From an optimization exercise on the open Yosys and OpenROAD flow, aimed at small area; shortcuts taken in it are not production practice.
The RTL was checked by simulation tests, not by an equivalence proof against the original design.
No activity file was given, so power comes from the tool's default toggle rates.

// sd_channel
module sd_channel (
    input  wire        clk,
    input  wire        rst,             
    input  wire        en,              
    input  wire [2:0]  cfg_order,       
    input  wire [8:0]  cfg_decim,       
    input  wire [6:0]  cfg_len,         
    input  wire        cfg_fen,         
    input  wire [5:0]  cfg_fr,          
    input  wire [3:0]  cfg_fcnt,        
    input  wire [15:0] cfg_fast_hi,     
    input  wire [15:0] cfg_fast_lo,     
    input  wire        sd_valid,        
    input  wire        sd_bit,
    input  wire        clr_stuck,       
    input  wire        clr_fast_trip,   
    output reg         res_valid,
    output wire [31:0] res_value,       
    output wire [7:0]  res_qual,        
    output wire [15:0] res_count,       
    output reg         fast_valid,
    output wire [15:0] fast_value,      
    output reg         stat_stuck,
    output reg         stat_fast_trip
);
    wire clr  = rst | ~en;
    wire fclr = clr | ~cfg_fen;
    wire take = en & sd_valid & ~rst;
    reg  [2:0] ph;
  ...
Size in the first run: about 2,800 cells after synthesis, about 880 flip-flops.
Settings: LEC_CHECK=0, ABC_AREA=1, CAP_MARGIN=20, CORE_MARGIN=2, CORE_UTILIZATION=40, CTS_CLUSTER_DIAMETER=90, CTS_CLUSTER_SIZE=30, SLEW_MARGIN=20; clock period 12.0 ns.
run.sh (not shown) runs the stock make flow with config.mk's settings and CLKGATE_MAP_FILE= SYNTH_SCRIPT=/design/flow/synth_recipe.tcl, a recipe that flattens the netlist after the stock synthesis.
Then changed:
--- a/flow/design.v
+++ b/flow/design.v
@@ -237,25 +237,25 @@
     output wire [15:0] res_count,       
     output reg         fast_valid,
     output wire [15:0] fast_value,      
     output reg         stat_stuck,
     output reg         stat_fast_trip
 );
     wire clr  = rst | ~en;
     wire fclr = clr | ~cfg_fen;
     wire take = en & sd_valid & ~rst;
     reg  [2:0] ph;
     wire [2:0] ph_n;
     sd_inc #(.W(3)) u_ph (.a(ph), .ci(1'b1), .s(ph_n), .co());
-    always @(posedge clk) ph <= ph_n;
+    always @(posedge clk) ph <= rst ? 3'd0 : ph_n;
     wire ph0 = (ph == 3'd0);
     wire ph1 = (ph == 3'd1);
     wire ph7 = (ph == 3'd7);
     reg        xnew;           
     reg        fst;            
     reg [6:0]  run;            
     reg [10:0] sc;             
     wire        same     = ~fst & (sd_bit == xnew);
     wire        run_sat  = &run;
     wire [6:0]  run_inc;
     sd_inc #(.W(7)) u_run (.a(run), .ci(~run_sat), .s(run_inc), .co());
     wire [6:0]  run_n    = same ? run_inc : 7'd0;
Global-route usage grows by 0.66 points.
Sequential power barely changes.
Utilization fell by 0.14 points.
Power went down by 1.5%.
Synthesized area is about the same.
Clock-buffer cell count goes down by 7.
Register-to-register slack gains 0.24 ns.
Worst setup slack degrades by 0.017 ns.
Via count goes up by 0.70%.
Sequential share of layout area increases by 0.16 points.
Clock skew went up by 0.0038 ns.
Cell count barely changes.
Die area hardly moves.
Hold slack got worse by 0.0046 ns.

Setup of v37:
Another version of the RTL of sd_channel (not shown whole).
For scale: ~2800 cells after synthesis, ~890 flip-flops, about 150 I/O pins.
Design sd_channel, start of the top module:
module sd_channel (
    input  wire        clk,
    input  wire        rst,             
    input  wire        en,              
    input  wire [2:0]  cfg_order,       
    input  wire [8:0]  cfg_decim,       
    input  wire [6:0]  cfg_len,         
    input  wire        cfg_fen,         
    input  wire [5:0]  cfg_fr,          
    input  wire [3:0]  cfg_fcnt,        
    input  wire [15:0] cfg_fast_hi,     
    input  wire [15:0] cfg_fast_lo,     
    input  wire        sd_valid,        
    input  wire        sd_bit,
    input  wire        clr_stuck,       
    input  wire        clr_fast_trip,   
    output reg         res_valid,
    output wire [31:0] res_value,       
    output wire [7:0]  res_qual,        
    output wire [15:0] res_count,       
    output reg         fast_valid,
    output wire [15:0] fast_value,      
    output reg         stat_stuck,
    output reg         stat_fast_trip
);
make LEC_CHECK=0 CAP_MARGIN=20 CORE_MARGIN=2 CORE_UTILIZATION=40 SLEW_MARGIN=20 finish   # period 12.0 ns
The following lists how v30 was set up differently from v37:
-- flow/design.v --
<<< v37, line 76
    input  wire        go,        
    output wire        last,      
    output wire        pre,       
    output reg  [24:0] q,         
    output reg         neg
);
>>> v30, line 76
    input  wire        go,        
    output wire        last,      
    output reg  [24:0] q,
    output reg         neg
);
<<< v37, line 102
    wire [47:0] rem_n = (ld | ild) ? {ild ? idig : dig, rem[47:6]} : alu;
    assign last = (st == S_FIN);
    assign pre  = (st == S_DIV) & (cnt == 5'd7);
    always @(posedge clk) begin
        rem <= rem_n;
        q   <= {q[23:0], ~(rem[47] | (neg & zr))};    
        if (ld) neg <= dig[5];
        if (clr) begin
>>> v30, line 101
    wire [47:0] rem_n = (ld | ild) ? {ild ? idig : dig, rem[47:6]} : alu;
    assign last = (st == S_FIN);
    always @(posedge clk) begin
        rem <= rem_n;
        q   <= {q[23:0], neg ? (rem[47] | zr) : ~rem[47]};
        if (ld) neg <= dig[5];
        if (clr) begin
<<< v37, line 154
    input  wire        go,        
    output wire        last,      
    output reg  [15:0] q,         
    output reg         neg
);
>>> v30, line 152
    input  wire        go,        
    output wire        last,      
    output reg  [15:0] q,
    output reg         neg
);
<<< v37, line 180
    always @(posedge clk) begin
        rem <= rem_n;
        q   <= {q[14:0], acc ^ neg};
        if (ld) neg <= sgn;
        if (clr) begin
>>> v30, line 178
    always @(posedge clk) begin
        rem <= rem_n;
        q   <= {q[14:0], acc};
        if (ld) neg <= sgn;
        if (clr) begin
<<< v37, line 238
    output wire [31:0] res_value,       
    output wire [7:0]  res_qual,        
    output wire [15:0] res_count,       
    output reg         fast_valid,
    output wire [15:0] fast_value,      
>>> v30, line 236
    output wire [31:0] res_value,       
    output wire [7:0]  res_qual,        
    output reg  [15:0] res_count,       
    output reg         fast_valid,
    output wire [15:0] fast_value,      
<<< v37, line 435
        cby <= cc;
    end
    wire        m_last, m_pre;
    wire [24:0] m_q;
    wire        m_neg;
>>> v30, line 433
        cby <= cc;
    end
    wire        m_last;
    wire [24:0] m_q;
    wire        m_neg;
<<< v37, line 444
        .ival({cfg_len[6:1], cfg_len[0] | ~|cfg_len}), .mval(cfg_decim), .nmul(cfg_order),
        .ld(cwu), .dig(c5), .go(m_go),
        .last(m_last), .pre(m_pre), .q(m_q), .neg(m_neg)
    );
    wire [23:0] rv_lo;
    wire        rv_co;
    sd_inc #(.W(24)) u_rv (.a(m_q[24:1]), .ci(m_q[0]), .s(rv_lo), .co(rv_co));
    assign res_value = {{7{m_neg & ~rv_co}}, rv_co ^ m_neg, rv_lo};
    reg q_settle, q_stuck;
    assign res_qual = {1'b0, q_stuck, 3'b000, q_settle, 1'b0, q_settle | q_stuck};
    reg  [15:0] rcr;
    reg         rcy;           
    reg         ri;            
    reg         rcz, rcc;      
    wire        ph2  = (ph == 3'd2);
    wire [1:0]  rch  = rcr[1:0] & {2{~rcz}};
    wire        rcin = ri & (ph2 | rcy);
    wire [1:0]  rcs;
    wire        rco;
    sd_inc #(.W(2)) u_rc (.a(rch), .ci(rcin), .s(rcs), .co(rco));
    assign res_count = rcr;
    always @(posedge clk) begin
        rcr <= {rcs, rcr[15:2]};
        rcy <= rco;
        ri  <= m_pre ? 1'b1 : ph1 ? 1'b0 : ri;
        if (rst) rcz <= 1'b1; else if (ph1 & rcc) rcz <= 1'b0;
        rcc <= rst ? 1'b0 : ph1 ? 1'b1 : rcc;
    end
    always @(posedge clk) begin
        if (ph7 & pend & p_we) begin      
>>> v30, line 442
        .ival({cfg_len[6:1], cfg_len[0] | ~|cfg_len}), .mval(cfg_decim), .nmul(cfg_order),
        .ld(cwu), .dig(c5), .go(m_go),
        .last(m_last), .q(m_q), .neg(m_neg)
    );
    wire [23:0] rv_lo;
    wire        rv_co;
    sd_inc #(.W(24)) u_rv (.a(m_q[24:1] ^ {24{m_neg}}), .ci(m_q[0] ^ m_neg), .s(rv_lo), .co(rv_co));
    assign res_value = {{7{m_neg & ~rv_co}}, rv_co ^ m_neg, rv_lo};
    reg q_settle, q_stuck;
    assign res_qual = {1'b0, q_stuck, 3'b000, q_settle, 1'b0, q_settle | q_stuck};
    wire [15:0] rc_inc;
    sd_inc #(.W(16)) u_rc (.a(res_count), .ci(1'b1), .s(rc_inc), .co());
    always @(posedge clk) begin
        if (ph7 & pend & p_we) begin      
<<< v37, line 475
            q_stuck  <= wq_stuck;
        end
        if (rst) res_valid <= 1'b0;
        else     res_valid <= m_last & ~clr;
    end
    reg [15:0] fi1, fi2, fi3, fd2, fd3;
>>> v30, line 457
            q_stuck  <= wq_stuck;
        end
        if (rst) begin
            res_valid <= 1'b0;
            res_count <= 16'd0;
        end else begin
            res_valid <= m_last & ~clr;
            if (m_last & ~clr) res_count <= rc_inc;
        end
    end
    reg [15:0] fi1, fi2, fi3, fd2, fd3;
<<< v37, line 520
    wire [14:0] fv_lo;
    wire        fv_co;
    sd_inc #(.W(15)) u_fv (.a(f_q[15:1]), .ci(f_q[0]), .s(fv_lo), .co(fv_co));
    assign fast_value = (~f_neg & fv_co) ? 16'h7FFF : {fv_co ^ f_neg, fv_lo};
    wire gt_hi, lt_lo;
>>> v30, line 507
    wire [14:0] fv_lo;
    wire        fv_co;
    sd_inc #(.W(15)) u_fv (.a(f_q[15:1] ^ {15{f_neg}}), .ci(f_q[0] ^ f_neg), .s(fv_lo), .co(fv_co));
    assign fast_value = (~f_neg & fv_co) ? 16'h7FFF : {fv_co ^ f_neg, fv_lo};
    wire gt_hi, lt_lo;
v30 — sum of buffers and inverters on the critical path 6 lower, v37 as reference
Compared with v37, v30 has extra setup slack.
Clock power: v30 > v37
Part of the power in registers, v37 and v30: higher on v37
In v30 the share of synthesized area occupied by flip-flops and latches turned out 1.6 points lower than in v37.

Setup of old:
sd_channel, a different RTL version from the one above (not shown whole).
For scale: ~2900 cells after synthesis, about 880 flip-flops, roughly 150 I/O pins.
clock: 12.0 ns
lec_check: 0
abc_area: 1
cap_margin: 20
core_margin: 2
core_utilization: 40
cts_cluster_diameter: 90
cts_cluster_size: 30
slew_margin: 20
Both conditions hold for old: the flow ran to the end and the final layout passed the timing, DRC and antenna checks.
Inputs modified between old and new:
diff --git a/flow/design.v b/flow/design.v
--- a/flow/design.v
+++ b/flow/design.v
@@ -392,26 +392,22 @@
     wire n2 = zf | k1;
     wire n3 = zf | kle2;
     wire n4 = zf | kle3;
     wire n5 = zf | kle4;
     wire [5:0] io1 = ir1[5:0] & {6{~m1}};
     wire [5:0] io2 = ir2[5:0] & {6{~m2}};
     wire [5:0] io3 = ir3[5:0] & {6{~m3}};
     wire [5:0] io4 = ir4[5:0] & {6{~m4}};
     wire [5:0] io5 = ir5[5:0] & {6{~m5}};
-    wire [5:0] co2 = cr2[5:0] & {6{~n2}};
-    wire [5:0] co3 = cr3[5:0] & {6{~n3}};
-    wire [5:0] co4 = cr4[5:0] & {6{~n4}};
-    wire [5:0] co5 = cr5[5:0] & {6{~n5}};
-    wire [5:0] cn2 = ~co2;                   
-    wire [5:0] cn3 = ~co3;
-    wire [5:0] cn4 = ~co4;
-    wire [5:0] cn5 = ~co5;
+    wire [5:0] cn2 = cr2[5:0] | {6{n2}};    
+    wire [5:0] cn3 = cr3[5:0] | {6{n3}};
+    wire [5:0] cn4 = cr4[5:0] | {6{n4}};
+    wire [5:0] cn5 = cr5[5:0] | {6{n5}};
     wire [5:0] s1, s2, s3, s4, s5;
     wire [5:1] ic;
     sd_rca #(.W(6)) u_i1 (.a(io1), .b(bdig & {6{upd}}), .ci(icy[1] & ~ph0), .s(s1), .co(ic[1]));
     sd_rca #(.W(6)) u_i2 (.a(io2), .b(s1 & {6{upd}}),   .ci(icy[2] & ~ph0), .s(s2), .co(ic[2]));
     sd_rca #(.W(6)) u_i3 (.a(io3), .b(s2 & {6{upd}}),   .ci(icy[3] & ~ph0), .s(s3), .co(ic[3]));
     sd_rca #(.W(6)) u_i4 (.a(io4), .b(s3 & {6{upd}}),   .ci(icy[4] & ~ph0), .s(s4), .co(ic[4]));
     sd_rca #(.W(6)) u_i5 (.a(io5), .b(s4 & {6{upd}}),   .ci(icy[5] & ~ph0), .s(s5), .co(ic[5]));
     wire [5:0] c2, c3, c4, c5;
     wire [5:2] cc;
@@ -420,22 +416,22 @@
     sd_rca #(.W(6)) u_c4 (.a(c3), .b(cn4), .ci(cby[4] | ph0), .s(c4), .co(cc[4]));
     sd_rca #(.W(6)) u_c5 (.a(c4), .b(cn5), .ci(cby[5] | ph0), .s(c5), .co(cc[5]));
     wire cwu = cw & upd;
     always @(posedge clk) begin
         ir1 <= {s1, ir1[47:6]};
         ir2 <= {s2, ir2[47:6]};
         ir3 <= {s3, ir3[47:6]};
         ir4 <= {s4, ir4[47:6]};
         ir5 <= {s5, ir5[47:6]};
-        cr2 <= {cwu ? s5 : co2, cr2[47:6]};
-        cr3 <= {cwu ? c2 : co3, cr3[47:6]};
-        cr4 <= {cwu ? c3 : co4, cr4[47:6]};
-        cr5 <= {cwu ? c4 : co5, cr5[47:6]};
+        cr2 <= {cwu ? ~s5 : cn2, cr2[47:6]};
+        cr3 <= {cwu ? ~c2 : cn3, cr3[47:6]};
+        cr4 <= {cwu ? ~c3 : cn4, cr4[47:6]};
+        cr5 <= {cwu ? ~c4 : cn5, cr5[47:6]};
         icy <= ic;
         cby <= cc;
     end
     wire        m_last, m_pre;
     wire [24:0] m_q;
     wire        m_neg;
     reg         m_go;
     always @(posedge clk) m_go <= cwu & ph7 & ~clr;
     sd_mdiv u_mdiv (
@@ -472,37 +468,35 @@
         else     res_valid <= m_last & ~clr;
     end
     reg [15:0] fi1, fi2, fi3, fd2, fd3;
     reg [3:1]  ficy;
     reg [3:2]  fdcy;
     wire [1:0] xdig = ph0 ? {~xnew, 1'b1} : {2{~xr}};
     wire [1:0] fio1 = fi1[1:0] & {2{~zf}};
     wire [1:0] fio2 = fi2[1:0] & {2{~zf}};
     wire [1:0] fio3 = fi3[1:0] & {2{~(zf | fws)}};
-    wire [1:0] fdo2 = fd2[1:0] & {2{~zf}};
-    wire [1:0] fdo3 = fd3[1:0] & {2{~zf}};
-    wire [1:0] fdn2 = ~fdo2;                 
-    wire [1:0] fdn3 = ~fdo3;
+    wire [1:0] fdn2 = fd2[1:0] | {2{zf}};    
+    wire [1:0] fdn3 = fd3[1:0] | {2{zf}};
     wire [1:0] fs1, fs2, fs3, fc2, fc3;
     wire [3:1] fic;
     wire [3:2] fcc;
     sd_rca #(.W(2)) u_fi1 (.a(fio1), .b(xdig & {2{upd}}), .ci(ficy[1] & ~ph0), .s(fs1), .co(fic[1]));
     sd_rca #(.W(2)) u_fi2 (.a(fio2), .b(fs1 & {2{upd}}),  .ci(ficy[2] & ~ph0), .s(fs2), .co(fic[2]));
     sd_rca #(.W(2)) u_fi3 (.a(fio3), .b(fs2 & {2{upd}}),  .ci(ficy[3] & ~ph0), .s(fs3), .co(fic[3]));
     sd_rca #(.W(2)) u_fc2 (.a(fs3),  .b(fdn2), .ci(fdcy[2] | ph0), .s(fc2), .co(fcc[2]));
     sd_rca #(.W(2)) u_fc3 (.a(fc2),  .b(fdn3), .ci(fdcy[3] | ph0), .s(fc3), .co(fcc[3]));
     wire fcwu = fcw & upd;
     always @(posedge clk) begin
         fi1 <= {fs1, fi1[15:2]};
         fi2 <= {fs2, fi2[15:2]};
         fi3 <= {fs3, fi3[15:2]};
-        fd2 <= {fcwu ? fs3 : fdo2, fd2[15:2]};
-        fd3 <= {fcwu ? fc2 : fdo3, fd3[15:2]};
+        fd2 <= {fcwu ? ~fs3 : fdn2, fd2[15:2]};
+        fd3 <= {fcwu ? ~fc2 : fdn3, fd3[15:2]};
         ficy <= fic;
         fdcy <= fcc;
     end
     reg fz;
     always @(posedge clk) fz <= (ph0 | fz) & ~|fc3;
     wire f_sgn = fc3[1] & ~(fz & ~fc3[0] & xr);
     wire        f_last;
     wire [15:0] f_q;
     wire        f_neg;
==> comparison <==
- In summary, new completed successfully, with a layout that passed the timing, DRC and antenna checks.
- Number of ports placed on the die boundary across new and old: no real change.
- Comparing minimum clock period for new and old, the bigger number came from old.
- new has more setup slack than old.
- old → new: multi-input gate share of total cell area flat; worst hold slack down 0.022 ns; XOR/XNOR share of the synthesized area down 0.17 points; synthesized cell count down 0.41%.
- The wire length of the first global-routing pass in new was lower than what old gave.
- [compare] base=old new=new: area after synthesis saw little to no change; peak supply drop saw an increase.

-- port drivers added, routing unchanged --
The results above use ideal ports. As a check the final layouts listed here were re-extracted and re-timed, cells and wires unchanged. Step 1 sets driving cells, clkbuf_16 on the clock port and buf_2 on the other inputs (assumed; they add their load-dependent delay and slew). Step 2 moves the port delays by t, midway between the first and last clock arrival at a register: inputs arrive t later, outputs are due t later. That takes back most of the time a late clock gives input paths. Three values: ideal, step 1, step 2; two values: the first two.
run | t (ns) | slack for setup (ns) | hold WS [ns] | worst register clock-pin slew, ns
the first run of note 1 | 0.651 | 0.818 / 0.833 / 0.182 | 0.302 / 0.302 / 0.302 | 0.12 / 0.12
the second run of note 1 | 0.665 | 0.801 / 0.834 / 0.169 | 0.298 / 0.298 / 0.298 | 0.12 / 0.12
v37 | 0.689 | 0.856 / 0.881 / 0.192 | 0.311 / 0.311 / 0.311 | 0.07 / 0.07
v30 | 0.696 | 0.909 / 0.938 / 0.243 | 0.299 / 0.299 / 0.299 | 0.07 / 0.07
old | 0.641 | 0.886 / 0.924 / 0.282 | 0.320 / 0.320 / 0.320 | 0.11 / 0.11
new | 0.657 | 0.933 / 0.970 / 0.313 | 0.299 / 0.299 / 0.299 | 0.12 / 0.12
After both steps every run listed still meets setup and hold. For v30, which loses most, drivers alone change the setup slack by +0.029 ns; drivers and shift together by -0.666 ns.
